Context: an optimization exercise on an open-source flow, tuned for small area, a short achievable clock period and few clock cycles per item. The choices shown serve that exercise and are no tape-out recipe. Function was checked by simulation only, so behaviour that the tests miss may differ from the original. Power is estimated from default activity; no workload was simulated.

==> flow/design.v <==
module ct128_sine_rom (
    input  wire [10:0] idx,
    output wire [22:0] val
);
    reg [22:0] tab;
    always @(*) begin
        case (idx[9:0])
            10'd0: tab = 23'd0;
            10'd1: tab = 23'd12868;
            10'd2: tab = 23'd25736;
            10'd3: tab = 23'd38604;
            10'd4: tab = 23'd51472;
            10'd5: tab = 23'd64339;
            10'd6: tab = 23'd77207;
            10'd7: tab = 23'd90074;
            10'd8: tab = 23'd102941;
            10'd9: tab = 23'd115808;
            10'd10: tab = 23'd128675;
            10'd11: tab = 23'd141541;
            10'd12: tab = 23'd154407;
            10'd13: tab = 23'd167272;
            10'd14: tab = 23'd180138;
            10'd15: tab = 23'd193002;
            10'd16: tab = 23'd205867;
            10'd17: tab = 23'd218731;
            10'd18: tab = 23'd231594;
            10'd19: tab = 23'd244457;
            10'd20: tab = 23'd257319;
            10'd21: tab = 23'd270180;
            10'd22: tab = 23'd283041;
            10'd23: tab = 23'd295902;
            10'd24: tab = 23'd308761;
            10'd25: tab = 23'd321620;
            10'd26: tab = 23'd334478;
            10'd27: tab = 23'd347336;
            10'd28: tab = 23'd360192;
            10'd29: tab = 23'd373048;
            10'd30: tab = 23'd385903;
            10'd31: tab = 23'd398756;
            10'd32: tab = 23'd411609;
            10'd33: tab = 23'd424461;
            10'd34: tab = 23'd437312;
            10'd35: tab = 23'd450162;
            10'd36: tab = 23'd463011;
            10'd37: tab = 23'd475859;
            10'd38: tab = 23'd488706;
            10'd39: tab = 23'd501551;
            10'd40: tab = 23'd514396;
            10'd41: tab = 23'd527239;
            10'd42: tab = 23'd540081;
            10'd43: tab = 23'd552921;
            10'd44: tab = 23'd565761;
            10'd45: tab = 23'd578599;
            10'd46: tab = 23'd591435;
            10'd47: tab = 23'd604270;
            10'd48: tab = 23'd617104;
            10'd49: tab = 23'd629937;
            10'd50: tab = 23'd642767;
            10'd51: tab = 23'd655597;
            10'd52: tab = 23'd668425;
            10'd53: tab = 23'd681251;
            10'd54: tab = 23'd694076;
            10'd55: tab = 23'd706899;
            10'd56: tab = 23'd719720;
            10'd57: tab = 23'd732540;
            10'd58: tab = 23'd745358;
            10'd59: tab = 23'd758174;
            10'd60: tab = 23'd770988;
            10'd61: tab = 23'd783801;
            10'd62: tab = 23'd796611;
            10'd63: tab = 23'd809420;
            10'd64: tab = 23'd822227;
            10'd65: tab = 23'd835032;
            10'd66: tab = 23'd847835;
            10'd67: tab = 23'd860636;
            10'd68: tab = 23'd873435;
            10'd69: tab = 23'd886232;
            10'd70: tab = 23'd899027;
            10'd71: tab = 23'd911820;
            10'd72: tab = 23'd924611;
            10'd73: tab = 23'd937399;
            10'd74: tab = 23'd950186;
            10'd75: tab = 23'd962970;
            10'd76: tab = 23'd975751;
            10'd77: tab = 23'd988531;
            10'd78: tab = 23'd1001308;
            10'd79: tab = 23'd1014083;
            10'd80: tab = 23'd1026855;
            10'd81: tab = 23'd1039625;
            10'd82: tab = 23'd1052393;
            10'd83: tab = 23'd1065158;
            10'd84: tab = 23'd1077920;
            10'd85: tab = 23'd1090680;
            10'd86: tab = 23'd1103438;
            10'd87: tab = 23'd1116192;
            10'd88: tab = 23'd1128945;
            10'd89: tab = 23'd1141694;
            10'd90: tab = 23'd1154441;
            10'd91: tab = 23'd1167185;
            10'd92: tab = 23'd1179927;
            10'd93: tab = 23'd1192665;
            10'd94: tab = 23'd1205401;
            10'd95: tab = 23'd1218134;
            10'd96: tab = 23'd1230864;
            10'd97: tab = 23'd1243592;
            10'd98: tab = 23'd1256316;
            10'd99: tab = 23'd1269037;
            10'd100: tab = 23'd1281756;
            10'd101: tab = 23'd1294471;
            10'd102: tab = 23'd1307183;
            10'd103: tab = 23'd1319892;
            10'd104: tab = 23'd1332599;
            10'd105: tab = 23'd1345302;
            10'd106: tab = 23'd1358001;
            10'd107: tab = 23'd1370698;
            10'd108: tab = 23'd1383391;
            10'd109: tab = 23'd1396081;
            10'd110: tab = 23'd1408768;
            10'd111: tab = 23'd1421452;
            10'd112: tab = 23'd1434132;
            10'd113: tab = 23'd1446809;
            10'd114: tab = 23'd1459482;
            10'd115: tab = 23'd1472152;
            10'd116: tab = 23'd1484819;
            10'd117: tab = 23'd1497482;
            10'd118: tab = 23'd1510141;
            10'd119: tab = 23'd1522797;
            10'd120: tab = 23'd1535450;
            10'd121: tab = 23'd1548098;
            10'd122: tab = 23'd1560744;
            10'd123: tab = 23'd1573385;
            10'd124: tab = 23'd1586023;
            10'd125: tab = 23'd1598657;
            10'd126: tab = 23'd1611287;
            10'd127: tab = 23'd1623913;
            10'd128: tab = 23'd1636536;
            10'd129: tab = 23'd1649155;
            10'd130: tab = 23'd1661770;
            10'd131: tab = 23'd1674381;
            10'd132: tab = 23'd1686988;
            10'd133: tab = 23'd1699591;
            10'd134: tab = 23'd1712190;
            10'd135: tab = 23'd1724785;
            10'd136: tab = 23'd1737376;
            10'd137: tab = 23'd1749963;
            10'd138: tab = 23'd1762546;
            10'd139: tab = 23'd1775124;
            10'd140: tab = 23'd1787699;
            10'd141: tab = 23'd1800269;
            10'd142: tab = 23'd1812835;
            10'd143: tab = 23'd1825397;
            10'd144: tab = 23'd1837954;
            10'd145: tab = 23'd1850507;
            10'd146: tab = 23'd1863056;
            10'd147: tab = 23'd1875600;
            10'd148: tab = 23'd1888140;
            10'd149: tab = 23'd1900676;
            10'd150: tab = 23'd1913207;
            10'd151: tab = 23'd1925734;
            10'd152: tab = 23'd1938256;
            10'd153: tab = 23'd1950773;
            10'd154: tab = 23'd1963286;
            10'd155: tab = 23'd1975794;
            10'd156: tab = 23'd1988298;
            10'd157: tab = 23'd2000797;
            10'd158: tab = 23'd2013291;
            10'd159: tab = 23'd2025781;
            10'd160: tab = 23'd2038265;
            10'd161: tab = 23'd2050745;
            10'd162: tab = 23'd2063220;
            10'd163: tab = 23'd2075690;
            10'd164: tab = 23'd2088156;
            10'd165: tab = 23'd2100616;
            10'd166: tab = 23'd2113072;
            10'd167: tab = 23'd2125522;
            10'd168: tab = 23'd2137968;
            10'd169: tab = 23'd2150408;
            10'd170: tab = 23'd2162844;
            10'd171: tab = 23'd2175274;
            10'd172: tab = 23'd2187699;
            10'd173: tab = 23'd2200119;
            10'd174: tab = 23'd2212534;
            10'd175: tab = 23'd2224944;
            10'd176: tab = 23'd2237349;
            10'd177: tab = 23'd2249748;
            10'd178: tab = 23'd2262142;
            10'd179: tab = 23'd2274530;
            10'd180: tab = 23'd2286913;
            10'd181: tab = 23'd2299291;
            10'd182: tab = 23'd2311664;
            10'd183: tab = 23'd2324031;
            10'd184: tab = 23'd2336392;
            10'd185: tab = 23'd2348748;
            10'd186: tab = 23'd2361099;
            10'd187: tab = 23'd2373444;
            10'd188: tab = 23'd2385783;
            10'd189: tab = 23'd2398117;
            10'd190: tab = 23'd2410445;
            10'd191: tab = 23'd2422767;
            10'd192: tab = 23'd2435084;
            10'd193: tab = 23'd2447395;
            10'd194: tab = 23'd2459700;
            10'd195: tab = 23'd2472000;
            10'd196: tab = 23'd2484293;
            10'd197: tab = 23'd2496581;
            10'd198: tab = 23'd2508863;
            10'd199: tab = 23'd2521139;
            10'd200: tab = 23'd2533409;
            10'd201: tab = 23'd2545673;
            10'd202: tab = 23'd2557931;
            10'd203: tab = 23'd2570184;
            10'd204: tab = 23'd2582430;
            10'd205: tab = 23'd2594670;
            10'd206: tab = 23'd2606904;
            10'd207: tab = 23'd2619131;
            10'd208: tab = 23'd2631353;
            10'd209: tab = 23'd2643568;
            10'd210: tab = 23'd2655777;
            10'd211: tab = 23'd2667980;
            10'd212: tab = 23'd2680177;
            10'd213: tab = 23'd2692367;
            10'd214: tab = 23'd2704551;
            10'd215: tab = 23'd2716729;
            10'd216: tab = 23'd2728900;
            10'd217: tab = 23'd2741065;
            10'd218: tab = 23'd2753223;
            10'd219: tab = 23'd2765375;
            10'd220: tab = 23'd2777521;
            10'd221: tab = 23'd2789660;
            10'd222: tab = 23'd2801792;
            10'd223: tab = 23'd2813918;
            10'd224: tab = 23'd2826037;
            10'd225: tab = 23'd2838149;
            10'd226: tab = 23'd2850255;
            10'd227: tab = 23'd2862354;
            10'd228: tab = 23'd2874446;
            10'd229: tab = 23'd2886532;
            10'd230: tab = 23'd2898610;
            10'd231: tab = 23'd2910682;
            10'd232: tab = 23'd2922747;
            10'd233: tab = 23'd2934806;
            10'd234: tab = 23'd2946857;
            10'd235: tab = 23'd2958901;
            10'd236: tab = 23'd2970939;
            10'd237: tab = 23'd2982969;
            10'd238: tab = 23'd2994992;
            10'd239: tab = 23'd3007009;
            10'd240: tab = 23'd3019018;
            10'd241: tab = 23'd3031020;
            10'd242: tab = 23'd3043015;
            10'd243: tab = 23'd3055003;
            10'd244: tab = 23'd3066984;
            10'd245: tab = 23'd3078957;
            10'd246: tab = 23'd3090923;
            10'd247: tab = 23'd3102882;
            10'd248: tab = 23'd3114834;
            10'd249: tab = 23'd3126778;
            10'd250: tab = 23'd3138715;
            10'd251: tab = 23'd3150645;
            10'd252: tab = 23'd3162567;
            10'd253: tab = 23'd3174482;
            10'd254: tab = 23'd3186389;
            10'd255: tab = 23'd3198289;
            10'd256: tab = 23'd3210181;
            10'd257: tab = 23'd3222066;
            10'd258: tab = 23'd3233943;
            10'd259: tab = 23'd3245812;
            10'd260: tab = 23'd3257674;
            10'd261: tab = 23'd3269528;
            10'd262: tab = 23'd3281375;
            10'd263: tab = 23'd3293213;
            10'd264: tab = 23'd3305044;
            10'd265: tab = 23'd3316868;
            10'd266: tab = 23'd3328683;
            10'd267: tab = 23'd3340491;
            10'd268: tab = 23'd3352290;
            10'd269: tab = 23'd3364082;
            10'd270: tab = 23'd3375866;
            10'd271: tab = 23'd3387642;
            10'd272: tab = 23'd3399410;
            10'd273: tab = 23'd3411170;
            10'd274: tab = 23'd3422922;
            10'd275: tab = 23'd3434666;
            10'd276: tab = 23'd3446402;
            10'd277: tab = 23'd3458130;
            10'd278: tab = 23'd3469849;
            10'd279: tab = 23'd3481561;
            10'd280: tab = 23'd3493264;
            10'd281: tab = 23'd3504959;
            10'd282: tab = 23'd3516646;
            10'd283: tab = 23'd3528324;
            10'd284: tab = 23'd3539994;
            10'd285: tab = 23'd3551656;
            10'd286: tab = 23'd3563310;
            10'd287: tab = 23'd3574955;
            10'd288: tab = 23'd3586592;
            10'd289: tab = 23'd3598220;
            10'd290: tab = 23'd3609840;
            10'd291: tab = 23'd3621451;
            10'd292: tab = 23'd3633054;
            10'd293: tab = 23'd3644648;
            10'd294: tab = 23'd3656234;
            10'd295: tab = 23'd3667811;
            10'd296: tab = 23'd3679379;
            10'd297: tab = 23'd3690939;
            10'd298: tab = 23'd3702490;
            10'd299: tab = 23'd3714032;
            10'd300: tab = 23'd3725566;
            10'd301: tab = 23'd3737091;
            10'd302: tab = 23'd3748607;
            10'd303: tab = 23'd3760114;
            10'd304: tab = 23'd3771613;
            10'd305: tab = 23'd3783102;
            10'd306: tab = 23'd3794583;
            10'd307: tab = 23'd3806055;
            10'd308: tab = 23'd3817517;
            10'd309: tab = 23'd3828971;
            10'd310: tab = 23'd3840416;
            10'd311: tab = 23'd3851852;
            10'd312: tab = 23'd3863278;
            10'd313: tab = 23'd3874696;
            10'd314: tab = 23'd3886104;
            10'd315: tab = 23'd3897504;
            10'd316: tab = 23'd3908894;
            10'd317: tab = 23'd3920275;
            10'd318: tab = 23'd3931646;
            10'd319: tab = 23'd3943009;
            10'd320: tab = 23'd3954362;
            10'd321: tab = 23'd3965706;
            10'd322: tab = 23'd3977040;
            10'd323: tab = 23'd3988366;
            10'd324: tab = 23'd3999681;
            10'd325: tab = 23'd4010988;
            10'd326: tab = 23'd4022285;
            10'd327: tab = 23'd4033572;
            10'd328: tab = 23'd4044850;
            10'd329: tab = 23'd4056119;
            10'd330: tab = 23'd4067378;
            10'd331: tab = 23'd4078627;
            10'd332: tab = 23'd4089867;
            10'd333: tab = 23'd4101097;
            10'd334: tab = 23'd4112317;
            10'd335: tab = 23'd4123528;
            10'd336: tab = 23'd4134729;
            10'd337: tab = 23'd4145921;
            10'd338: tab = 23'd4157102;
            10'd339: tab = 23'd4168274;
            10'd340: tab = 23'd4179436;
            10'd341: tab = 23'd4190588;
            10'd342: tab = 23'd4201731;
            10'd343: tab = 23'd4212863;
            10'd344: tab = 23'd4223986;
            10'd345: tab = 23'd4235098;
            10'd346: tab = 23'd4246201;
            10'd347: tab = 23'd4257293;
            10'd348: tab = 23'd4268376;
            10'd349: tab = 23'd4279449;
            10'd350: tab = 23'd4290511;
            10'd351: tab = 23'd4301564;
            10'd352: tab = 23'd4312606;
            10'd353: tab = 23'd4323638;
            10'd354: tab = 23'd4334660;
            10'd355: tab = 23'd4345672;
            10'd356: tab = 23'd4356673;
            10'd357: tab = 23'd4367665;
            10'd358: tab = 23'd4378646;
            10'd359: tab = 23'd4389616;
            10'd360: tab = 23'd4400577;
            10'd361: tab = 23'd4411527;
            10'd362: tab = 23'd4422466;
            10'd363: tab = 23'd4433396;
            10'd364: tab = 23'd4444314;
            10'd365: tab = 23'd4455223;
            10'd366: tab = 23'd4466121;
            10'd367: tab = 23'd4477008;
            10'd368: tab = 23'd4487885;
            10'd369: tab = 23'd4498751;
            10'd370: tab = 23'd4509607;
            10'd371: tab = 23'd4520452;
            10'd372: tab = 23'd4531286;
            10'd373: tab = 23'd4542110;
            10'd374: tab = 23'd4552923;
            10'd375: tab = 23'd4563725;
            10'd376: tab = 23'd4574517;
            10'd377: tab = 23'd4585298;
            10'd378: tab = 23'd4596068;
            10'd379: tab = 23'd4606827;
            10'd380: tab = 23'd4617576;
            10'd381: tab = 23'd4628313;
            10'd382: tab = 23'd4639040;
            10'd383: tab = 23'd4649756;
            10'd384: tab = 23'd4660460;
            10'd385: tab = 23'd4671154;
            10'd386: tab = 23'd4681837;
            10'd387: tab = 23'd4692509;
            10'd388: tab = 23'd4703170;
            10'd389: tab = 23'd4713819;
            10'd390: tab = 23'd4724458;
            10'd391: tab = 23'd4735085;
            10'd392: tab = 23'd4745702;
            10'd393: tab = 23'd4756307;
            10'd394: tab = 23'd4766901;
            10'd395: tab = 23'd4777484;
            10'd396: tab = 23'd4788055;
            10'd397: tab = 23'd4798616;
            10'd398: tab = 23'd4809165;
            10'd399: tab = 23'd4819702;
            10'd400: tab = 23'd4830229;
            10'd401: tab = 23'd4840744;
            10'd402: tab = 23'd4851247;
            10'd403: tab = 23'd4861739;
            10'd404: tab = 23'd4872220;
            10'd405: tab = 23'd4882689;
            10'd406: tab = 23'd4893147;
            10'd407: tab = 23'd4903593;
            10'd408: tab = 23'd4914028;
            10'd409: tab = 23'd4924451;
            10'd410: tab = 23'd4934863;
            10'd411: tab = 23'd4945263;
            10'd412: tab = 23'd4955651;
            10'd413: tab = 23'd4966028;
            10'd414: tab = 23'd4976393;
            10'd415: tab = 23'd4986746;
            10'd416: tab = 23'd4997087;
            10'd417: tab = 23'd5007417;
            10'd418: tab = 23'd5017735;
            10'd419: tab = 23'd5028041;
            10'd420: tab = 23'd5038336;
            10'd421: tab = 23'd5048618;
            10'd422: tab = 23'd5058889;
            10'd423: tab = 23'd5069147;
            10'd424: tab = 23'd5079394;
            10'd425: tab = 23'd5089629;
            10'd426: tab = 23'd5099852;
            10'd427: tab = 23'd5110063;
            10'd428: tab = 23'd5120261;
            10'd429: tab = 23'd5130448;
            10'd430: tab = 23'd5140623;
            10'd431: tab = 23'd5150786;
            10'd432: tab = 23'd5160936;
            10'd433: tab = 23'd5171074;
            10'd434: tab = 23'd5181201;
            10'd435: tab = 23'd5191315;
            10'd436: tab = 23'd5201416;
            10'd437: tab = 23'd5211506;
            10'd438: tab = 23'd5221583;
            10'd439: tab = 23'd5231648;
            10'd440: tab = 23'd5241701;
            10'd441: tab = 23'd5251741;
            10'd442: tab = 23'd5261769;
            10'd443: tab = 23'd5271785;
            10'd444: tab = 23'd5281788;
            10'd445: tab = 23'd5291778;
            10'd446: tab = 23'd5301757;
            10'd447: tab = 23'd5311723;
            10'd448: tab = 23'd5321676;
            10'd449: tab = 23'd5331617;
            10'd450: tab = 23'd5341545;
            10'd451: tab = 23'd5351461;
            10'd452: tab = 23'd5361364;
            10'd453: tab = 23'd5371254;
            10'd454: tab = 23'd5381132;
            10'd455: tab = 23'd5390997;
            10'd456: tab = 23'd5400850;
            10'd457: tab = 23'd5410690;
            10'd458: tab = 23'd5420517;
            10'd459: tab = 23'd5430331;
            10'd460: tab = 23'd5440132;
            10'd461: tab = 23'd5449921;
            10'd462: tab = 23'd5459697;
            10'd463: tab = 23'd5469460;
            10'd464: tab = 23'd5479210;
            10'd465: tab = 23'd5488948;
            10'd466: tab = 23'd5498672;
            10'd467: tab = 23'd5508383;
            10'd468: tab = 23'd5518082;
            10'd469: tab = 23'd5527767;
            10'd470: tab = 23'd5537440;
            10'd471: tab = 23'd5547099;
            10'd472: tab = 23'd5556746;
            10'd473: tab = 23'd5566379;
            10'd474: tab = 23'd5575999;
            10'd475: tab = 23'd5585606;
            10'd476: tab = 23'd5595200;
            10'd477: tab = 23'd5604781;
            10'd478: tab = 23'd5614349;
            10'd479: tab = 23'd5623903;
            10'd480: tab = 23'd5633444;
            10'd481: tab = 23'd5642972;
            10'd482: tab = 23'd5652487;
            10'd483: tab = 23'd5661988;
            10'd484: tab = 23'd5671476;
            10'd485: tab = 23'd5680951;
            10'd486: tab = 23'd5690412;
            10'd487: tab = 23'd5699860;
            10'd488: tab = 23'd5709294;
            10'd489: tab = 23'd5718715;
            10'd490: tab = 23'd5728123;
            10'd491: tab = 23'd5737517;
            10'd492: tab = 23'd5746898;
            10'd493: tab = 23'd5756265;
            10'd494: tab = 23'd5765618;
            10'd495: tab = 23'd5774958;
            10'd496: tab = 23'd5784285;
            10'd497: tab = 23'd5793597;
            10'd498: tab = 23'd5802897;
            10'd499: tab = 23'd5812182;
            10'd500: tab = 23'd5821454;
            10'd501: tab = 23'd5830712;
            10'd502: tab = 23'd5839956;
            10'd503: tab = 23'd5849187;
            10'd504: tab = 23'd5858404;
            10'd505: tab = 23'd5867607;
            10'd506: tab = 23'd5876796;
            10'd507: tab = 23'd5885972;
            10'd508: tab = 23'd5895133;
            10'd509: tab = 23'd5904281;
            10'd510: tab = 23'd5913415;
            10'd511: tab = 23'd5922535;
            10'd512: tab = 23'd5931641;
            10'd513: tab = 23'd5940733;
            10'd514: tab = 23'd5949811;
            10'd515: tab = 23'd5958875;
            10'd516: tab = 23'd5967925;
            10'd517: tab = 23'd5976961;
            10'd518: tab = 23'd5985983;
            10'd519: tab = 23'd5994991;
            10'd520: tab = 23'd6003985;
            10'd521: tab = 23'd6012964;
            10'd522: tab = 23'd6021930;
            10'd523: tab = 23'd6030881;
            10'd524: tab = 23'd6039818;
            10'd525: tab = 23'd6048741;
            10'd526: tab = 23'd6057650;
            10'd527: tab = 23'd6066544;
            10'd528: tab = 23'd6075424;
            10'd529: tab = 23'd6084290;
            10'd530: tab = 23'd6093141;
            10'd531: tab = 23'd6101979;
            10'd532: tab = 23'd6110801;
            10'd533: tab = 23'd6119610;
            10'd534: tab = 23'd6128404;
            10'd535: tab = 23'd6137184;
            10'd536: tab = 23'd6145949;
            10'd537: tab = 23'd6154699;
            10'd538: tab = 23'd6163436;
            10'd539: tab = 23'd6172157;
            10'd540: tab = 23'd6180865;
            10'd541: tab = 23'd6189557;
            10'd542: tab = 23'd6198235;
            10'd543: tab = 23'd6206899;
            10'd544: tab = 23'd6215548;
            10'd545: tab = 23'd6224182;
            10'd546: tab = 23'd6232802;
            10'd547: tab = 23'd6241407;
            10'd548: tab = 23'd6249997;
            10'd549: tab = 23'd6258573;
            10'd550: tab = 23'd6267133;
            10'd551: tab = 23'd6275679;
            10'd552: tab = 23'd6284211;
            10'd553: tab = 23'd6292727;
            10'd554: tab = 23'd6301229;
            10'd555: tab = 23'd6309716;
            10'd556: tab = 23'd6318188;
            10'd557: tab = 23'd6326645;
            10'd558: tab = 23'd6335088;
            10'd559: tab = 23'd6343515;
            10'd560: tab = 23'd6351927;
            10'd561: tab = 23'd6360325;
            10'd562: tab = 23'd6368708;
            10'd563: tab = 23'd6377075;
            10'd564: tab = 23'd6385428;
            10'd565: tab = 23'd6393765;
            10'd566: tab = 23'd6402088;
            10'd567: tab = 23'd6410395;
            10'd568: tab = 23'd6418687;
            10'd569: tab = 23'd6426965;
            10'd570: tab = 23'd6435227;
            10'd571: tab = 23'd6443474;
            10'd572: tab = 23'd6451706;
            10'd573: tab = 23'd6459922;
            10'd574: tab = 23'd6468124;
            10'd575: tab = 23'd6476310;
            10'd576: tab = 23'd6484481;
            10'd577: tab = 23'd6492637;
            10'd578: tab = 23'd6500777;
            10'd579: tab = 23'd6508902;
            10'd580: tab = 23'd6517012;
            10'd581: tab = 23'd6525107;
            10'd582: tab = 23'd6533186;
            10'd583: tab = 23'd6541249;
            10'd584: tab = 23'd6549298;
            10'd585: tab = 23'd6557331;
            10'd586: tab = 23'd6565348;
            10'd587: tab = 23'd6573350;
            10'd588: tab = 23'd6581337;
            10'd589: tab = 23'd6589308;
            10'd590: tab = 23'd6597264;
            10'd591: tab = 23'd6605204;
            10'd592: tab = 23'd6613128;
            10'd593: tab = 23'd6621037;
            10'd594: tab = 23'd6628931;
            10'd595: tab = 23'd6636809;
            10'd596: tab = 23'd6644671;
            10'd597: tab = 23'd6652517;
            10'd598: tab = 23'd6660348;
            10'd599: tab = 23'd6668163;
            10'd600: tab = 23'd6675963;
            10'd601: tab = 23'd6683747;
            10'd602: tab = 23'd6691515;
            10'd603: tab = 23'd6699267;
            10'd604: tab = 23'd6707004;
            10'd605: tab = 23'd6714725;
            10'd606: tab = 23'd6722430;
            10'd607: tab = 23'd6730119;
            10'd608: tab = 23'd6737792;
            10'd609: tab = 23'd6745450;
            10'd610: tab = 23'd6753091;
            10'd611: tab = 23'd6760717;
            10'd612: tab = 23'd6768327;
            10'd613: tab = 23'd6775921;
            10'd614: tab = 23'd6783499;
            10'd615: tab = 23'd6791061;
            10'd616: tab = 23'd6798607;
            10'd617: tab = 23'd6806137;
            10'd618: tab = 23'd6813651;
            10'd619: tab = 23'd6821149;
            10'd620: tab = 23'd6828631;
            10'd621: tab = 23'd6836097;
            10'd622: tab = 23'd6843546;
            10'd623: tab = 23'd6850980;
            10'd624: tab = 23'd6858398;
            10'd625: tab = 23'd6865799;
            10'd626: tab = 23'd6873184;
            10'd627: tab = 23'd6880553;
            10'd628: tab = 23'd6887906;
            10'd629: tab = 23'd6895243;
            10'd630: tab = 23'd6902563;
            10'd631: tab = 23'd6909868;
            10'd632: tab = 23'd6917156;
            10'd633: tab = 23'd6924427;
            10'd634: tab = 23'd6931683;
            10'd635: tab = 23'd6938922;
            10'd636: tab = 23'd6946144;
            10'd637: tab = 23'd6953351;
            10'd638: tab = 23'd6960541;
            10'd639: tab = 23'd6967715;
            10'd640: tab = 23'd6974872;
            10'd641: tab = 23'd6982013;
            10'd642: tab = 23'd6989137;
            10'd643: tab = 23'd6996245;
            10'd644: tab = 23'd7003337;
            10'd645: tab = 23'd7010412;
            10'd646: tab = 23'd7017470;
            10'd647: tab = 23'd7024512;
            10'd648: tab = 23'd7031538;
            10'd649: tab = 23'd7038547;
            10'd650: tab = 23'd7045539;
            10'd651: tab = 23'd7052515;
            10'd652: tab = 23'd7059474;
            10'd653: tab = 23'd7066417;
            10'd654: tab = 23'd7073343;
            10'd655: tab = 23'd7080252;
            10'd656: tab = 23'd7087145;
            10'd657: tab = 23'd7094021;
            10'd658: tab = 23'd7100880;
            10'd659: tab = 23'd7107722;
            10'd660: tab = 23'd7114548;
            10'd661: tab = 23'd7121357;
            10'd662: tab = 23'd7128150;
            10'd663: tab = 23'd7134925;
            10'd664: tab = 23'd7141684;
            10'd665: tab = 23'd7148426;
            10'd666: tab = 23'd7155151;
            10'd667: tab = 23'd7161860;
            10'd668: tab = 23'd7168551;
            10'd669: tab = 23'd7175226;
            10'd670: tab = 23'd7181883;
            10'd671: tab = 23'd7188524;
            10'd672: tab = 23'd7195148;
            10'd673: tab = 23'd7201755;
            10'd674: tab = 23'd7208345;
            10'd675: tab = 23'd7214918;
            10'd676: tab = 23'd7221474;
            10'd677: tab = 23'd7228014;
            10'd678: tab = 23'd7234536;
            10'd679: tab = 23'd7241041;
            10'd680: tab = 23'd7247529;
            10'd681: tab = 23'd7254000;
            10'd682: tab = 23'd7260454;
            10'd683: tab = 23'd7266890;
            10'd684: tab = 23'd7273310;
            10'd685: tab = 23'd7279713;
            10'd686: tab = 23'd7286098;
            10'd687: tab = 23'd7292467;
            10'd688: tab = 23'd7298818;
            10'd689: tab = 23'd7305152;
            10'd690: tab = 23'd7311469;
            10'd691: tab = 23'd7317768;
            10'd692: tab = 23'd7324051;
            10'd693: tab = 23'd7330316;
            10'd694: tab = 23'd7336564;
            10'd695: tab = 23'd7342794;
            10'd696: tab = 23'd7349008;
            10'd697: tab = 23'd7355204;
            10'd698: tab = 23'd7361383;
            10'd699: tab = 23'd7367544;
            10'd700: tab = 23'd7373688;
            10'd701: tab = 23'd7379815;
            10'd702: tab = 23'd7385924;
            10'd703: tab = 23'd7392016;
            10'd704: tab = 23'd7398091;
            10'd705: tab = 23'd7404148;
            10'd706: tab = 23'd7410188;
            10'd707: tab = 23'd7416210;
            10'd708: tab = 23'd7422215;
            10'd709: tab = 23'd7428203;
            10'd710: tab = 23'd7434173;
            10'd711: tab = 23'd7440125;
            10'd712: tab = 23'd7446060;
            10'd713: tab = 23'd7451977;
            10'd714: tab = 23'd7457877;
            10'd715: tab = 23'd7463760;
            10'd716: tab = 23'd7469624;
            10'd717: tab = 23'd7475472;
            10'd718: tab = 23'd7481301;
            10'd719: tab = 23'd7487113;
            10'd720: tab = 23'd7492908;
            10'd721: tab = 23'd7498684;
            10'd722: tab = 23'd7504444;
            10'd723: tab = 23'd7510185;
            10'd724: tab = 23'd7515909;
            10'd725: tab = 23'd7521615;
            10'd726: tab = 23'd7527303;
            10'd727: tab = 23'd7532974;
            10'd728: tab = 23'd7538627;
            10'd729: tab = 23'd7544262;
            10'd730: tab = 23'd7549880;
            10'd731: tab = 23'd7555479;
            10'd732: tab = 23'd7561061;
            10'd733: tab = 23'd7566625;
            10'd734: tab = 23'd7572172;
            10'd735: tab = 23'd7577700;
            10'd736: tab = 23'd7583211;
            10'd737: tab = 23'd7588704;
            10'd738: tab = 23'd7594179;
            10'd739: tab = 23'd7599636;
            10'd740: tab = 23'd7605075;
            10'd741: tab = 23'd7610496;
            10'd742: tab = 23'd7615900;
            10'd743: tab = 23'd7621285;
            10'd744: tab = 23'd7626653;
            10'd745: tab = 23'd7632003;
            10'd746: tab = 23'd7637334;
            10'd747: tab = 23'd7642648;
            10'd748: tab = 23'd7647944;
            10'd749: tab = 23'd7653221;
            10'd750: tab = 23'd7658481;
            10'd751: tab = 23'd7663723;
            10'd752: tab = 23'd7668946;
            10'd753: tab = 23'd7674152;
            10'd754: tab = 23'd7679340;
            10'd755: tab = 23'd7684509;
            10'd756: tab = 23'd7689660;
            10'd757: tab = 23'd7694794;
            10'd758: tab = 23'd7699909;
            10'd759: tab = 23'd7705006;
            10'd760: tab = 23'd7710085;
            10'd761: tab = 23'd7715146;
            10'd762: tab = 23'd7720188;
            10'd763: tab = 23'd7725213;
            10'd764: tab = 23'd7730219;
            10'd765: tab = 23'd7735207;
            10'd766: tab = 23'd7740177;
            10'd767: tab = 23'd7745129;
            10'd768: tab = 23'd7750062;
            10'd769: tab = 23'd7754978;
            10'd770: tab = 23'd7759875;
            10'd771: tab = 23'd7764753;
            10'd772: tab = 23'd7769614;
            10'd773: tab = 23'd7774456;
            10'd774: tab = 23'd7779280;
            10'd775: tab = 23'd7784085;
            10'd776: tab = 23'd7788873;
            10'd777: tab = 23'd7793642;
            10'd778: tab = 23'd7798392;
            10'd779: tab = 23'd7803124;
            10'd780: tab = 23'd7807838;
            10'd781: tab = 23'd7812534;
            10'd782: tab = 23'd7817211;
            10'd783: tab = 23'd7821870;
            10'd784: tab = 23'd7826510;
            10'd785: tab = 23'd7831132;
            10'd786: tab = 23'd7835735;
            10'd787: tab = 23'd7840320;
            10'd788: tab = 23'd7844887;
            10'd789: tab = 23'd7849435;
            10'd790: tab = 23'd7853965;
            10'd791: tab = 23'd7858476;
            10'd792: tab = 23'd7862969;
            10'd793: tab = 23'd7867443;
            10'd794: tab = 23'd7871898;
            10'd795: tab = 23'd7876336;
            10'd796: tab = 23'd7880754;
            10'd797: tab = 23'd7885154;
            10'd798: tab = 23'd7889536;
            10'd799: tab = 23'd7893899;
            10'd800: tab = 23'd7898243;
            10'd801: tab = 23'd7902569;
            10'd802: tab = 23'd7906876;
            10'd803: tab = 23'd7911165;
            10'd804: tab = 23'd7915435;
            10'd805: tab = 23'd7919686;
            10'd806: tab = 23'd7923919;
            10'd807: tab = 23'd7928133;
            10'd808: tab = 23'd7932328;
            10'd809: tab = 23'd7936505;
            10'd810: tab = 23'd7940663;
            10'd811: tab = 23'd7944802;
            10'd812: tab = 23'd7948923;
            10'd813: tab = 23'd7953025;
            10'd814: tab = 23'd7957108;
            10'd815: tab = 23'd7961173;
            10'd816: tab = 23'd7965219;
            10'd817: tab = 23'd7969246;
            10'd818: tab = 23'd7973254;
            10'd819: tab = 23'd7977244;
            10'd820: tab = 23'd7981214;
            10'd821: tab = 23'd7985166;
            10'd822: tab = 23'd7989100;
            10'd823: tab = 23'd7993014;
            10'd824: tab = 23'd7996910;
            10'd825: tab = 23'd8000787;
            10'd826: tab = 23'd8004644;
            10'd827: tab = 23'd8008484;
            10'd828: tab = 23'd8012304;
            10'd829: tab = 23'd8016105;
            10'd830: tab = 23'd8019888;
            10'd831: tab = 23'd8023652;
            10'd832: tab = 23'd8027396;
            10'd833: tab = 23'd8031122;
            10'd834: tab = 23'd8034829;
            10'd835: tab = 23'd8038517;
            10'd836: tab = 23'd8042187;
            10'd837: tab = 23'd8045837;
            10'd838: tab = 23'd8049468;
            10'd839: tab = 23'd8053081;
            10'd840: tab = 23'd8056674;
            10'd841: tab = 23'd8060249;
            10'd842: tab = 23'd8063804;
            10'd843: tab = 23'd8067341;
            10'd844: tab = 23'd8070858;
            10'd845: tab = 23'd8074357;
            10'd846: tab = 23'd8077837;
            10'd847: tab = 23'd8081297;
            10'd848: tab = 23'd8084739;
            10'd849: tab = 23'd8088161;
            10'd850: tab = 23'd8091565;
            10'd851: tab = 23'd8094949;
            10'd852: tab = 23'd8098315;
            10'd853: tab = 23'd8101661;
            10'd854: tab = 23'd8104988;
            10'd855: tab = 23'd8108296;
            10'd856: tab = 23'd8111586;
            10'd857: tab = 23'd8114856;
            10'd858: tab = 23'd8118107;
            10'd859: tab = 23'd8121338;
            10'd860: tab = 23'd8124551;
            10'd861: tab = 23'd8127745;
            10'd862: tab = 23'd8130919;
            10'd863: tab = 23'd8134075;
            10'd864: tab = 23'd8137211;
            10'd865: tab = 23'd8140328;
            10'd866: tab = 23'd8143426;
            10'd867: tab = 23'd8146505;
            10'd868: tab = 23'd8149564;
            10'd869: tab = 23'd8152605;
            10'd870: tab = 23'd8155626;
            10'd871: tab = 23'd8158628;
            10'd872: tab = 23'd8161611;
            10'd873: tab = 23'd8164575;
            10'd874: tab = 23'd8167519;
            10'd875: tab = 23'd8170444;
            10'd876: tab = 23'd8173350;
            10'd877: tab = 23'd8176237;
            10'd878: tab = 23'd8179104;
            10'd879: tab = 23'd8181953;
            10'd880: tab = 23'd8184782;
            10'd881: tab = 23'd8187591;
            10'd882: tab = 23'd8190382;
            10'd883: tab = 23'd8193153;
            10'd884: tab = 23'd8195905;
            10'd885: tab = 23'd8198638;
            10'd886: tab = 23'd8201351;
            10'd887: tab = 23'd8204045;
            10'd888: tab = 23'd8206720;
            10'd889: tab = 23'd8209375;
            10'd890: tab = 23'd8212012;
            10'd891: tab = 23'd8214628;
            10'd892: tab = 23'd8217226;
            10'd893: tab = 23'd8219804;
            10'd894: tab = 23'd8222363;
            10'd895: tab = 23'd8224902;
            10'd896: tab = 23'd8227422;
            10'd897: tab = 23'd8229923;
            10'd898: tab = 23'd8232404;
            10'd899: tab = 23'd8234866;
            10'd900: tab = 23'd8237309;
            10'd901: tab = 23'd8239732;
            10'd902: tab = 23'd8242136;
            10'd903: tab = 23'd8244521;
            10'd904: tab = 23'd8246886;
            10'd905: tab = 23'd8249231;
            10'd906: tab = 23'd8251557;
            10'd907: tab = 23'd8253864;
            10'd908: tab = 23'd8256152;
            10'd909: tab = 23'd8258420;
            10'd910: tab = 23'd8260668;
            10'd911: tab = 23'd8262897;
            10'd912: tab = 23'd8265107;
            10'd913: tab = 23'd8267297;
            10'd914: tab = 23'd8269468;
            10'd915: tab = 23'd8271619;
            10'd916: tab = 23'd8273751;
            10'd917: tab = 23'd8275863;
            10'd918: tab = 23'd8277956;
            10'd919: tab = 23'd8280030;
            10'd920: tab = 23'd8282084;
            10'd921: tab = 23'd8284118;
            10'd922: tab = 23'd8286133;
            10'd923: tab = 23'd8288128;
            10'd924: tab = 23'd8290104;
            10'd925: tab = 23'd8292061;
            10'd926: tab = 23'd8293998;
            10'd927: tab = 23'd8295915;
            10'd928: tab = 23'd8297813;
            10'd929: tab = 23'd8299691;
            10'd930: tab = 23'd8301550;
            10'd931: tab = 23'd8303389;
            10'd932: tab = 23'd8305209;
            10'd933: tab = 23'd8307009;
            10'd934: tab = 23'd8308790;
            10'd935: tab = 23'd8310551;
            10'd936: tab = 23'd8312293;
            10'd937: tab = 23'd8314015;
            10'd938: tab = 23'd8315717;
            10'd939: tab = 23'd8317400;
            10'd940: tab = 23'd8319063;
            10'd941: tab = 23'd8320707;
            10'd942: tab = 23'd8322331;
            10'd943: tab = 23'd8323936;
            10'd944: tab = 23'd8325521;
            10'd945: tab = 23'd8327086;
            10'd946: tab = 23'd8328632;
            10'd947: tab = 23'd8330158;
            10'd948: tab = 23'd8331665;
            10'd949: tab = 23'd8333152;
            10'd950: tab = 23'd8334619;
            10'd951: tab = 23'd8336067;
            10'd952: tab = 23'd8337495;
            10'd953: tab = 23'd8338903;
            10'd954: tab = 23'd8340292;
            10'd955: tab = 23'd8341662;
            10'd956: tab = 23'd8343011;
            10'd957: tab = 23'd8344341;
            10'd958: tab = 23'd8345652;
            10'd959: tab = 23'd8346942;
            10'd960: tab = 23'd8348214;
            10'd961: tab = 23'd8349465;
            10'd962: tab = 23'd8350697;
            10'd963: tab = 23'd8351909;
            10'd964: tab = 23'd8353102;
            10'd965: tab = 23'd8354274;
            10'd966: tab = 23'd8355428;
            10'd967: tab = 23'd8356561;
            10'd968: tab = 23'd8357675;
            10'd969: tab = 23'd8358769;
            10'd970: tab = 23'd8359844;
            10'd971: tab = 23'd8360899;
            10'd972: tab = 23'd8361934;
            10'd973: tab = 23'd8362949;
            10'd974: tab = 23'd8363945;
            10'd975: tab = 23'd8364921;
            10'd976: tab = 23'd8365878;
            10'd977: tab = 23'd8366814;
            10'd978: tab = 23'd8367732;
            10'd979: tab = 23'd8368629;
            10'd980: tab = 23'd8369507;
            10'd981: tab = 23'd8370365;
            10'd982: tab = 23'd8371203;
            10'd983: tab = 23'd8372022;
            10'd984: tab = 23'd8372821;
            10'd985: tab = 23'd8373600;
            10'd986: tab = 23'd8374359;
            10'd987: tab = 23'd8375099;
            10'd988: tab = 23'd8375819;
            10'd989: tab = 23'd8376520;
            10'd990: tab = 23'd8377200;
            10'd991: tab = 23'd8377861;
            10'd992: tab = 23'd8378503;
            10'd993: tab = 23'd8379124;
            10'd994: tab = 23'd8379726;
            10'd995: tab = 23'd8380308;
            10'd996: tab = 23'd8380870;
            10'd997: tab = 23'd8381413;
            10'd998: tab = 23'd8381936;
            10'd999: tab = 23'd8382439;
            10'd1000: tab = 23'd8382923;
            10'd1001: tab = 23'd8383387;
            10'd1002: tab = 23'd8383831;
            10'd1003: tab = 23'd8384255;
            10'd1004: tab = 23'd8384659;
            10'd1005: tab = 23'd8385044;
            10'd1006: tab = 23'd8385409;
            10'd1007: tab = 23'd8385755;
            10'd1008: tab = 23'd8386081;
            10'd1009: tab = 23'd8386386;
            10'd1010: tab = 23'd8386673;
            10'd1011: tab = 23'd8386939;
            10'd1012: tab = 23'd8387186;
            10'd1013: tab = 23'd8387413;
            10'd1014: tab = 23'd8387620;
            10'd1015: tab = 23'd8387808;
            10'd1016: tab = 23'd8387975;
            10'd1017: tab = 23'd8388123;
            10'd1018: tab = 23'd8388252;
            10'd1019: tab = 23'd8388360;
            10'd1020: tab = 23'd8388449;
            10'd1021: tab = 23'd8388518;
            10'd1022: tab = 23'd8388568;
            10'd1023: tab = 23'd8388597;
        endcase
    end
    assign val = idx[10] ? 23'd8388607 : tab;
endmodule
module ct128_osc (
    input  wire        clk,
    input  wire        rst,
    input  wire        in_valid,
    output wire        in_ready,
    input  wire [1:0]  in_mode,    
    input  wire [47:0] in_phi,     
    input  wire [47:0] in_pm,      
    input  wire [46:0] in_inc,     
    input  wire [15:0] in_pw,      
    output wire        out_valid,
    input  wire        out_ready,
    output wire [23:0] out_y       
);
    localparam [4:0] S_IDLE = 5'd0,
                     S_SN0  = 5'd1,    
                     S_SN1  = 5'd2,    
                     S_SN2  = 5'd3,    
                     S_SN3  = 5'd4,    
                     S_SN4  = 5'd5,    
                     S_SW0  = 5'd6,    
                     S_SW1  = 5'd7,    
                     S_SW2  = 5'd8,    
                     S_SWE  = 5'd9,    
                     S_TR0  = 5'd10,   
                     S_TC   = 5'd11,   
                     S_TC1  = 5'd12,   
                     S_TC2  = 5'd13,   
                     S_TC3  = 5'd14,   
                     S_TC4  = 5'd15,   
                     S_TC5  = 5'd16,   
                     S_TNX  = 5'd17,   
                     S_DIV  = 5'd18,   
                     S_DONE = 5'd19;
    localparam [23:0] H23 = 24'h80_0000;
    function [23:0] sat24;
        input signed [31:0] v;
        begin
            if (v > 32'sd8388607)
                sat24 = 24'h7F_FFFF;
            else if (v < -32'sd8388608)
                sat24 = 24'h80_0000;
            else
                sat24 = v[23:0];
        end
    endfunction
    reg  [4:0]  state;
    reg  [4:0]  ret_state;
    reg  [1:0]  mode_r;
    reg  [23:0] t_r;            
    reg  [22:0] dt_r;           
    reg  [15:0] pw_r;
    reg  [23:0] cur;            
    reg         second;         
    reg         neg;            
    reg  signed [31:0] saw1;    
    reg  signed [31:0] sawv;
    reg  signed [31:0] v_r;     
    reg         corner;         
    reg  [23:0] y_r;            
    reg  [23:0] out_r;
    reg  [10:0] sidx;
    reg  [11:0] sf;
    reg         sneg;
    reg  [22:0] sa;
    reg  [22:0] sd;
    wire [22:0] rom_val;
    ct128_sine_rom u_rom (.idx(sidx), .val(rom_val));
    reg  [71:0] prod;
    reg  [47:0] mul_a;
    reg  [23:0] mul_b;
    reg  [47:0] num_r;
    reg  [22:0] den_r;
    reg  [23:0] rem_r;
    reg  [23:0] quo;
    reg  [4:0]  cnt;
    wire [24:0] rem2 = {rem_r, num_r[47]};
    always @(*) begin
        mul_a = 48'd0;
        mul_b = 24'd0;
        case (state)
            S_SN3: begin mul_a = {25'd0, sd};   mul_b = {12'd0, sf}; end
            S_SW1: begin mul_a = {24'd0, quo};  mul_b = quo; end
            S_TC1: begin mul_a = {24'd0, H23 - quo}; mul_b = H23 - quo; end
            S_TC2: begin mul_a = prod[47:0];    mul_b = y_r; end
            S_TC4: begin mul_a = {25'd0, dt_r}; mul_b = quo; end
            default: ;
        endcase
    end
    wire [23:0] tc_c  = corner ? H23 : 24'd0;
    wire [23:0] d_fw  = t_r - tc_c;
    wire [23:0] d_bw  = tc_c - t_r;
    wire [23:0] delta = (d_fw < d_bw) ? d_fw : d_bw;
    wire [47:0] psi = in_phi + in_pm;
    wire [23:0] t_pw = t_r + {pw_r, 8'd0};
    wire [47:0] div_a = {1'b0, cur, 23'd0};
    wire [47:0] div_b = {1'b0, 24'd0 - cur, 23'd0};
    wire [47:0] div_t = {1'b0, delta, 23'd0};
    wire signed [31:0] q_s  = {8'd0, quo};
    wire signed [31:0] sq_s = {8'd0, prod[46:23]};
    wire signed [31:0] rr   = neg ? (sq_s - 2 * q_s + 32'sd8388608)
                                  : (2 * q_s - sq_s - 32'sd8388608);
    wire [22:0] sx = t_r[22] ? (23'h40_0000 - {1'b0, t_r[21:0]}) : {1'b0, t_r[21:0]};
    always @(posedge clk) begin
        if (rst) begin
            state <= S_IDLE;
        end else begin
            case (state)
                S_IDLE: if (in_valid) begin
                    mode_r <= in_mode;
                    t_r    <= psi[47:24];
                    dt_r   <= in_inc[46:24];
                    pw_r   <= in_pw;
                    cur    <= psi[47:24];
                    second <= 1'b0;
                    corner <= 1'b0;
                    case (in_mode)
                        2'd0: state <= S_SN0;
                        2'd3: state <= S_TR0;
                        default: state <= S_SW0;
                    endcase
                end
                S_SN0: begin
                    sidx  <= sx[22:12];
                    sf    <= sx[11:0];
                    sneg  <= t_r[23];
                    state <= S_SN1;
                end
                S_SN1: begin
                    sa    <= rom_val;
                    sidx  <= sidx + 11'd1;
                    state <= S_SN2;
                end
                S_SN2: begin
                    sd    <= rom_val - sa;
                    state <= S_SN3;
                end
                S_SN3: begin
                    prod  <= mul_a * mul_b;
                    state <= S_SN4;
                end
                S_SN4: begin
                    if (sneg)
                        out_r <= 24'd0 - ({1'b0, sa} + prod[34:12]);
                    else
                        out_r <= {1'b0, sa} + prod[34:12];
                    state <= S_DONE;
                end
                S_SW0: begin
                    if (dt_r != 23'd0 && cur < {1'b0, dt_r}) begin
                        neg       <= 1'b0;
                        rem_r     <= div_a[47:24];                 
                        num_r     <= {div_a[23:0], 24'd0};
                        den_r     <= dt_r;
                        cnt       <= 5'd0;
                        ret_state <= S_SW1;
                        state     <= S_DIV;
                    end else if (dt_r != 23'd0 && cur >= 24'd0 - {1'b0, dt_r}) begin
                        neg       <= 1'b1;
                        rem_r     <= div_b[47:24];                 
                        num_r     <= {div_b[23:0], 24'd0};
                        den_r     <= dt_r;
                        cnt       <= 5'd0;
                        ret_state <= S_SW1;
                        state     <= S_DIV;
                    end else begin
                        sawv  <= $signed({8'd0, cur}) - 32'sd8388608;
                        state <= S_SWE;
                    end
                end
                S_SW1: begin
                    prod  <= mul_a * mul_b;
                    state <= S_SW2;
                end
                S_SW2: begin
                    sawv  <= $signed({8'd0, cur}) - 32'sd8388608 - rr;
                    state <= S_SWE;
                end
                S_SWE: begin
                    if (mode_r == 2'd2 && !second) begin
                        saw1   <= sawv;
                        cur    <= t_pw;
                        second <= 1'b1;
                        state  <= S_SW0;
                    end else begin
                        if (mode_r == 2'd2)
                            out_r <= sat24(saw1 - sawv);
                        else
                            out_r <= sat24(sawv);
                        state <= S_DONE;
                    end
                end
                S_TR0: begin
                    if (t_r[23])
                        v_r <= $signed({7'd0, t_r[22:0], 1'b0}) - 32'sd8388608;
                    else
                        v_r <= $signed({7'd0, H23 - t_r, 1'b0}) - 32'sd8388608;
                    state <= S_TC;
                end
                S_TC: begin
                    if (dt_r != 23'd0 && delta < {1'b0, dt_r}) begin
                        rem_r     <= div_t[47:24];                 
                        num_r     <= {div_t[23:0], 24'd0};
                        den_r     <= dt_r;
                        cnt       <= 5'd0;
                        ret_state <= S_TC1;
                        state     <= S_DIV;
                    end else begin
                        state <= S_TNX;
                    end
                end
                S_TC1: begin
                    y_r   <= H23 - quo;
                    prod  <= mul_a * mul_b;
                    state <= S_TC2;
                end
                S_TC2: begin
                    prod  <= mul_a * mul_b;
                    state <= S_TC3;
                end
                S_TC3: begin
                    rem_r     <= 24'd0;                        
                    num_r     <= {prod[69:46], 24'd0};
                    den_r     <= 23'd3;
                    cnt       <= 5'd0;
                    ret_state <= S_TC4;
                    state     <= S_DIV;
                end
                S_TC4: begin
                    prod  <= mul_a * mul_b;
                    state <= S_TC5;
                end
                S_TC5: begin
                    if (corner)
                        v_r <= v_r + $signed({8'd0, prod[44:21]});
                    else
                        v_r <= v_r - $signed({8'd0, prod[44:21]});
                    state <= S_TNX;
                end
                S_TNX: begin
                    if (!corner) begin
                        corner <= 1'b1;
                        state  <= S_TC;
                    end else begin
                        out_r <= sat24(v_r);
                        state <= S_DONE;
                    end
                end
                S_DIV: begin
                    if (rem2 >= {2'd0, den_r}) begin
                        rem_r <= rem2[23:0] - {1'b0, den_r};
                        quo   <= {quo[22:0], 1'b1};
                    end else begin
                        rem_r <= rem2[23:0];
                        quo   <= {quo[22:0], 1'b0};
                    end
                    num_r <= {num_r[46:0], 1'b0};
                    cnt   <= cnt + 5'd1;
                    if (cnt == 5'd23)
                        state <= ret_state;
                end
                S_DONE: if (out_ready) begin
                    state <= S_IDLE;
                end
                default: state <= S_IDLE;
            endcase
        end
    end
    assign in_ready  = (state == S_IDLE);
    assign out_valid = (state == S_DONE);
    assign out_y     = out_r;
endmodule
==> flow/run.sh <==
#!/bin/bash
# synth_recipe.tcl (not shown) runs the flow's synth.tcl, then flattens the netlist and writes it again
# the make line also repeats each setting of config.mk as NAME=value (left out here)
make -C /OpenROAD-flow-scripts/flow DESIGN_CONFIG=/design/flow/config.mk WORK_HOME=/design/flow/orfs CLKGATE_MAP_FILE= SYNTH_SCRIPT=/design/flow/synth_recipe.tcl finish
==> flow/config.mk <==
export PLATFORM = sky130hd
export DESIGN_NAME = ct128_osc
export DESIGN_NICKNAME = ct128_osc
export VERILOG_FILES = /design/flow/design.v
export SDC_FILE = /design/flow/constraint.sdc
export NUM_CORES = 4
export LEC_CHECK = 0
export CAP_MARGIN = 20
export CORE_MARGIN = 2
export CORE_UTILIZATION = 25
export PLACE_DENSITY = 0.45
export SLEW_MARGIN = 20
export SYNTH_MEMORY_MAX_BITS = 65536
==> flow/constraint.sdc <==
create_clock -name core_clock -period 12.0 [get_ports {clk}]
set_input_delay 2.4000 -clock core_clock [delete_from_list [all_inputs] [get_ports {clk}]]
set_output_delay 2.4000 -clock core_clock [all_outputs]
set_load 0.01 [all_outputs]
==> run_summary.xml <==
<?xml version="1.0" encoding="UTF-8"?>
<metrics>
  <group name="logic_synthesis">
    <metric name="synth_top_cells_by_count" unit="">sky130_fd_sc_hd__nand2_1, sky130_fd_sc_hd__inv_1, sky130_fd_sc_hd__fa_1</metric>
    <metric name="syn_inst" unit="">11100</metric>
    <metric name="postSynthNetCount" unit="">12800</metric>
    <metric name="synth_compound_gate_area_share" unit="%">21.7</metric>
    <metric name="synth-adder-area-share" unit="%">30.9</metric>
    <metric name="synth-seq-area-share" unit="%">16.7</metric>
    <metric name="avgSynthCellArea" unit="µm²">8.08</metric>
    <metric name="ys.flop_type" unit="">sky130_fd_sc_hd__edfxtp_1</metric>
    <metric name="synth_top_area_share" unit="%">22.8</metric>
    <metric name="synthArstFlopShare" unit="%">0</metric>
    <metric name="synth-xor-area-share" unit="%">4.00</metric>
    <metric name="synth.mux.area_fraction" unit="%">0.698</metric>
    <metric name="synth_top_family_by_area" unit="">adder cells</metric>
    <metric name="synth_area_leaders" unit="">sky130_fd_sc_hd__fa_1, sky130_fd_sc_hd__edfxtp_1, sky130_fd_sc_hd__ha_1, sky130_fd_sc_hd__nand2_1, sky130_fd_sc_hd__inv_1</metric>
    <metric name="synthSimpleGateAreaFrac" unit="%">16.9</metric>
    <metric name="synth_warnings" unit="">2</metric>
    <metric name="post_synthesis_instance_area" unit="mm²">0.0893</metric>
    <metric name="ys_ff_latch" unit="">506</metric>
    <metric name="yosys.area.top_type" unit="">sky130_fd_sc_hd__fa_1</metric>
    <metric name="synth-edff-count" unit="">478</metric>
    <metric name="yosysUniqueCellTypes" unit="">109</metric>
    <metric name="synthMostInstantiatedCell" unit="">sky130_fd_sc_hd__nand2_1</metric>
  </group>
  <group name="sta">
    <metric name="setup_viol" unit="">0</metric>
    <metric name="clock-skew-final" unit="ns">0.0556</metric>
    <metric name="fin_setup_tns" unit="ns">0</metric>
    <metric name="fin_ws" unit="ns">0.467</metric>
    <metric name="worst_slew_margin_relative_to_its_limit" unit="%">5.68</metric>
    <metric name="final.hold.worst_slack" unit="ns">0.479</metric>
    <metric name="max_freq" unit="MHz">86.7</metric>
    <metric name="post-route-min-period" unit="ns">11.53</metric>
    <metric name="worst_pin_slew" unit="ns">1.40</metric>
    <metric name="finalMaxSlewViolations" unit="">0</metric>
    <metric name="timing.final.hold_violations" unit="">0</metric>
    <metric name="layout_worst_path_cycle_share" unit="%">96.1</metric>
  </group>
  <group name="placement">
    <metric name="placedCellCount" unit="">15800</metric>
    <metric name="place.detailed.hpwl" unit="µm">445000</metric>
    <metric name="gpl.final_weighted_congestion" unit="">1.12</metric>
    <metric name="preCtsSetupSlack" unit="ns">0.251</metric>
    <metric name="port-buffer-count" unit="">166</metric>
  </group>
  <group name="min_path">
    <metric name="min_delay_path_depth" unit="">0</metric>
    <metric name="endpoint_of_the_worst_hold_timing_path" unit="">saw1[26]$_DFFE_PP_</metric>
    <metric name="worstHoldStart" unit="">sawv[26]$_DFFE_PP_</metric>
    <metric name="min-delay-path-class" unit="">register to register</metric>
  </group>
  <group name="clock_network">
    <metric name="clk_transition_reported_paths" unit="ns">0.06</metric>
    <metric name="cts_inserted_buffers" unit="">71</metric>
    <metric name="cts_num_sinks" unit="">506</metric>
    <metric name="cts_post_setup_buffers_inserted" unit="">0</metric>
    <metric name="clkLatencyLatePin" unit="ns">0.70</metric>
    <metric name="cts-root-buf" unit="">sky130_fd_sc_hd__clkbuf_16</metric>
    <metric name="buffers_from_clock_root_to_sink_at_most" unit="">3</metric>
    <metric name="cts_htree_levels" unit="">3</metric>
    <metric name="clock_tree_from_tritoncts" unit="">yes</metric>
  </group>
  <group name="critical_path">
    <metric name="worst_setup_path_end_kind" unit="">register</metric>
    <metric name="critical_path.startpoint_type" unit="">register</metric>
    <metric name="worst-endpoint-required" unit="ns">12.41</metric>
    <metric name="timing.critical_path.slowest_stage_cell" unit="">sky130_fd_sc_hd__fa_1</metric>
    <metric name="critical_path.reg2reg.startpoint" unit="">quo[1]$_DFFE_PP_</metric>
    <metric name="maximum_fanout_count_along_the_critical_path" unit="">10</metric>
    <metric name="timing.reg2reg.setup_slack" unit="ns">0.47</metric>
    <metric name="r2r.worst_path.cells" unit="">37</metric>
    <metric name="worst_setup_path_class" unit="">register to register</metric>
    <metric name="cp_common_cell" unit="">sky130_fd_sc_hd__fa_1</metric>
    <metric name="cp_slowest_stage_delay" unit="ns">0.58</metric>
    <metric name="worstReg2RegEnd" unit="">prod[68]$_DFFE_PP_</metric>
    <metric name="timing.critical_path.arrival" unit="ns">11.94</metric>
  </group>
  <group name="layout">
    <metric name="number_of_inserted_filler_cells_in_the_final_layout" unit="">39000</metric>
    <metric name="finish.net_count" unit="">12900</metric>
    <metric name="stdcell_count" unit="">16000</metric>
    <metric name="area_delta_synth_final" unit="%">14.4</metric>
    <metric name="fraction_of_layout_instances_using_a_drive_strength_above_1" unit="%">8.83</metric>
  </group>
  <group name="die">
    <metric name="core.rowCount" unit="">219</metric>
    <metric name="placeableCoreArea" unit="mm²">0.356</metric>
    <metric name="boundaryPins" unit="">191</metric>
    <metric name="die_height" unit="µm">602</metric>
    <metric name="initial_core_util" unit="%">25.1</metric>
    <metric name="die_w" unit="µm">602</metric>
    <metric name="fp.dieArea" unit="mm²">0.362</metric>
  </group>
  <group name="drt">
    <metric name="drt.antenna.violating_nets" unit="">0</metric>
    <metric name="first_iter_violations" unit="">11900</metric>
    <metric name="routed_wire_length_per_instance" unit="µm">36.5</metric>
    <metric name="post_dr_vias_cell" unit="">5.84</metric>
    <metric name="first_pass_iters" unit="">19</metric>
    <metric name="vias" unit="">93500</metric>
    <metric name="wirelength" unit="µm">584000</metric>
    <metric name="drt_drc_violations_left" unit="">0</metric>
  </group>
  <group name="global_routing">
    <metric name="grt_antenna_before_repair" unit="">86</metric>
    <metric name="grt_util_all_layers" unit="%">31.5</metric>
    <metric name="vias_in_the_first_global_route" unit="">89900</metric>
    <metric name="grt_pass1_wl" unit="µm">793000</metric>
    <metric name="grt_start_max_net_pins" unit="">108</metric>
    <metric name="grt-ovfl-total" unit="">0</metric>
  </group>
  <group name="pwr">
    <metric name="power.density_cell_area" unit="mW/mm²">256</metric>
    <metric name="totalPowerFinal" unit="mW">26.2</metric>
    <metric name="power.ir.vdd_worst" unit="V">0.000213</metric>
    <metric name="leakagePower" unit="nW">42.1</metric>
  </group>
  <group name="job">
    <metric name="maxCapViolations" unit="">0</metric>
  </group>
  <group name="run_status">
    <metric name="outcome" unit="">complete, no violations</metric>
  </group>
</metrics>
## metal layers
layer | vias to the layer above | GRT usage, % | part of all wire, %
li1 | 38400 | - | -
met1 | 47200 | 39.8 | 40
met2 | 5931 | 46.4 | 42
met3 | 1845 | 9.62 | 9.9
met4 | 56 | 20.6 | 7.8
met5 | - | 0 | 0.093
## placed cells by master, fill, tap and decap left out, types with 47 or more instances in the layout
cell	netlist	routed
sky130_fd_sc_hd__nand2_1	1461	1449
sky130_fd_sc_hd__inv_1	1311	1310
sky130_fd_sc_hd__fa_1	1018	1018
sky130_fd_sc_hd__nor2_1	884	851
sky130_fd_sc_hd__a21oi_1	817	802
sky130_fd_sc_hd__o21ai_0	683	659
sky130_fd_sc_hd__ha_1	577	573
sky130_fd_sc_hd__buf_4	16	554
sky130_fd_sc_hd__edfxtp_1	478	478
sky130_fd_sc_hd__xnor2_1	285	285
sky130_fd_sc_hd__nand3_1	227	219
sky130_fd_sc_hd__nor3_1	226	211
sky130_fd_sc_hd__a21o_1	193	192
sky130_fd_sc_hd__clkdlybuf4s50_1	0	166
sky130_fd_sc_hd__a31oi_1	143	142
sky130_fd_sc_hd__xor2_1	123	123
sky130_fd_sc_hd__o211ai_1	105	105
sky130_fd_sc_hd__a211oi_1	106	103
sky130_fd_sc_hd__and2_1	92	92
sky130_fd_sc_hd__nand4_1	83	83
sky130_fd_sc_hd__a22oi_1	79	79
sky130_fd_sc_hd__o22ai_1	81	79
sky130_fd_sc_hd__clkbuf_16	0	74
sky130_fd_sc_hd__diode_2	0	67
sky130_fd_sc_hd__nor4_1	91	64
sky130_fd_sc_hd__nand2b_1	68	63
sky130_fd_sc_hd__a221oi_1	66	62
sky130_fd_sc_hd__a311oi_1	58	58
sky130_fd_sc_hd__o311ai_0	59	57
sky130_fd_sc_hd__o31ai_1	58	57
sky130_fd_sc_hd__o221ai_1	56	55
sky130_fd_sc_hd__nor2b_1	53	53
sky130_fd_sc_hd__or3_1	52	52
sky130_fd_sc_hd__o21ai_1	43	48
sky130_fd_sc_hd__o21bai_1	47	47
## registers in the layout (all words and copies together), names as in the netlist, 32 cells and up
name  count
sawv     32
v_r      32
prod     70
saw1     32
## through the flow
stage	instance area, µm²	util (%)
floorplan	89300	-
global placement	99400	27.9
detailed placement	99400	28.0
CTS	102000	28.6
global route	102000	28.7
finish	102000	28.7
## final cells by class
class                      instances  area (µm²)  share of cell area [%]
clock inverter                    40         479                   0.469
timing repair buffer             749        6390                    6.25
multi-input combinational       8485       67400                    65.9
clock buffer                      88        1910                    1.87
antenna                           67         168                   0.164
tap                             4751        5940                    5.82
sequential                       506       14900                    14.6
inverter                        1325        5000                    4.89
## kinds of logic (layout without fill, tap and decap cells)
kind of cell / count (synthesis) / after routing
other cells: 0 / 67
simple gates: 3410 / 3410
flops: 506 / 506
buf+inv: 2059 / 2202
fa+ha+maj: 1595 / 1595
xor+xnor: 408 / 408
compound gates: 3013 / 3013
mux: 59 / 59
## worst max-delay path by stage
stage | from | depth (start not counted) | to | slack [ns]
finish | quo[1]$_DFFE_PP_ | 37 | prod[68]$_DFFE_PP_ | 0.47
global route | quo[1]$_DFFE_PP_ | 38 | prod[69]$_DFFE_PP_ | -0.04
CTS | quo[1]$_DFFE_PP_ | 40 | prod[69]$_DFFE_PP_ | 0.17
detailed placement | quo[1]$_DFFE_PP_ | 40 | prod[69]$_DFFE_PP_ | 0.25
global placement | quo[1]$_DFFE_PP_ | 40 | prod[69]$_DFFE_PP_ | 0.27
floorplan | quo[0]$_DFFE_PP_ | 38 | prod[69]$_DFFE_PP_ | 2.18
## worst max-delay path: cells and delay by family (launching register included)
kind / cells / cell delay (ns)
AO/OA/AOI/OAI: 7 / 2.04
XOR/XNOR: 2 / 0.32
adder cells (fa/ha/maj): 9 / 4.27
buffers and inverters: 8 / 1.28
flip-flops: 1 / 0.54
AND/OR/NAND/NOR: 11 / 2.73
## repair_timing
action / in CTS / in global routing
hold buffers: 0 / 0
endpoints found under the setup margin: 0 / 7
gates resized for setup: 0 / 6
## power by group
group | switching [mW] | total (mW) | leakage (nW) | internal [mW]
clock | 0.926 | 2.24 | 1.16 | 1.32
combinational | 16.5 | 21.3 | 36.4 | 4.80
sequential | 0.299 | 2.60 | 4.59 | 2.30
Testbench counts, summed over its fixed seeds: cycles 61,156, items 9,600.

==> afterwards: timing with drivers on the ports <==
The results above use ideal ports. As a check the final layout listed here was re-extracted and re-timed, cells and wires unchanged.
Step 1: set_driving_cell puts a clkbuf_16 on clk and a buf_2 on each other input, an assumption about the parent block.
Step 2 moves the port delays by t, midway between the first and last clock arrival at a register: inputs arrive t later, outputs are due t later. That takes back most of the time a late clock gives input paths.
a / b / c = no drivers / after step 1 / after step 2; a / b = the first two.
shift t [ns]: 0.764
setup WS [ns]: 0.467 / 0.467 / 0.467
worst register clock-pin slew, ns: 0.07 / 0.07
After both steps setup and hold are still met in this run. For this run, drivers alone change the setup slack by 0.000 ns; drivers and shift together by 0.000 ns.
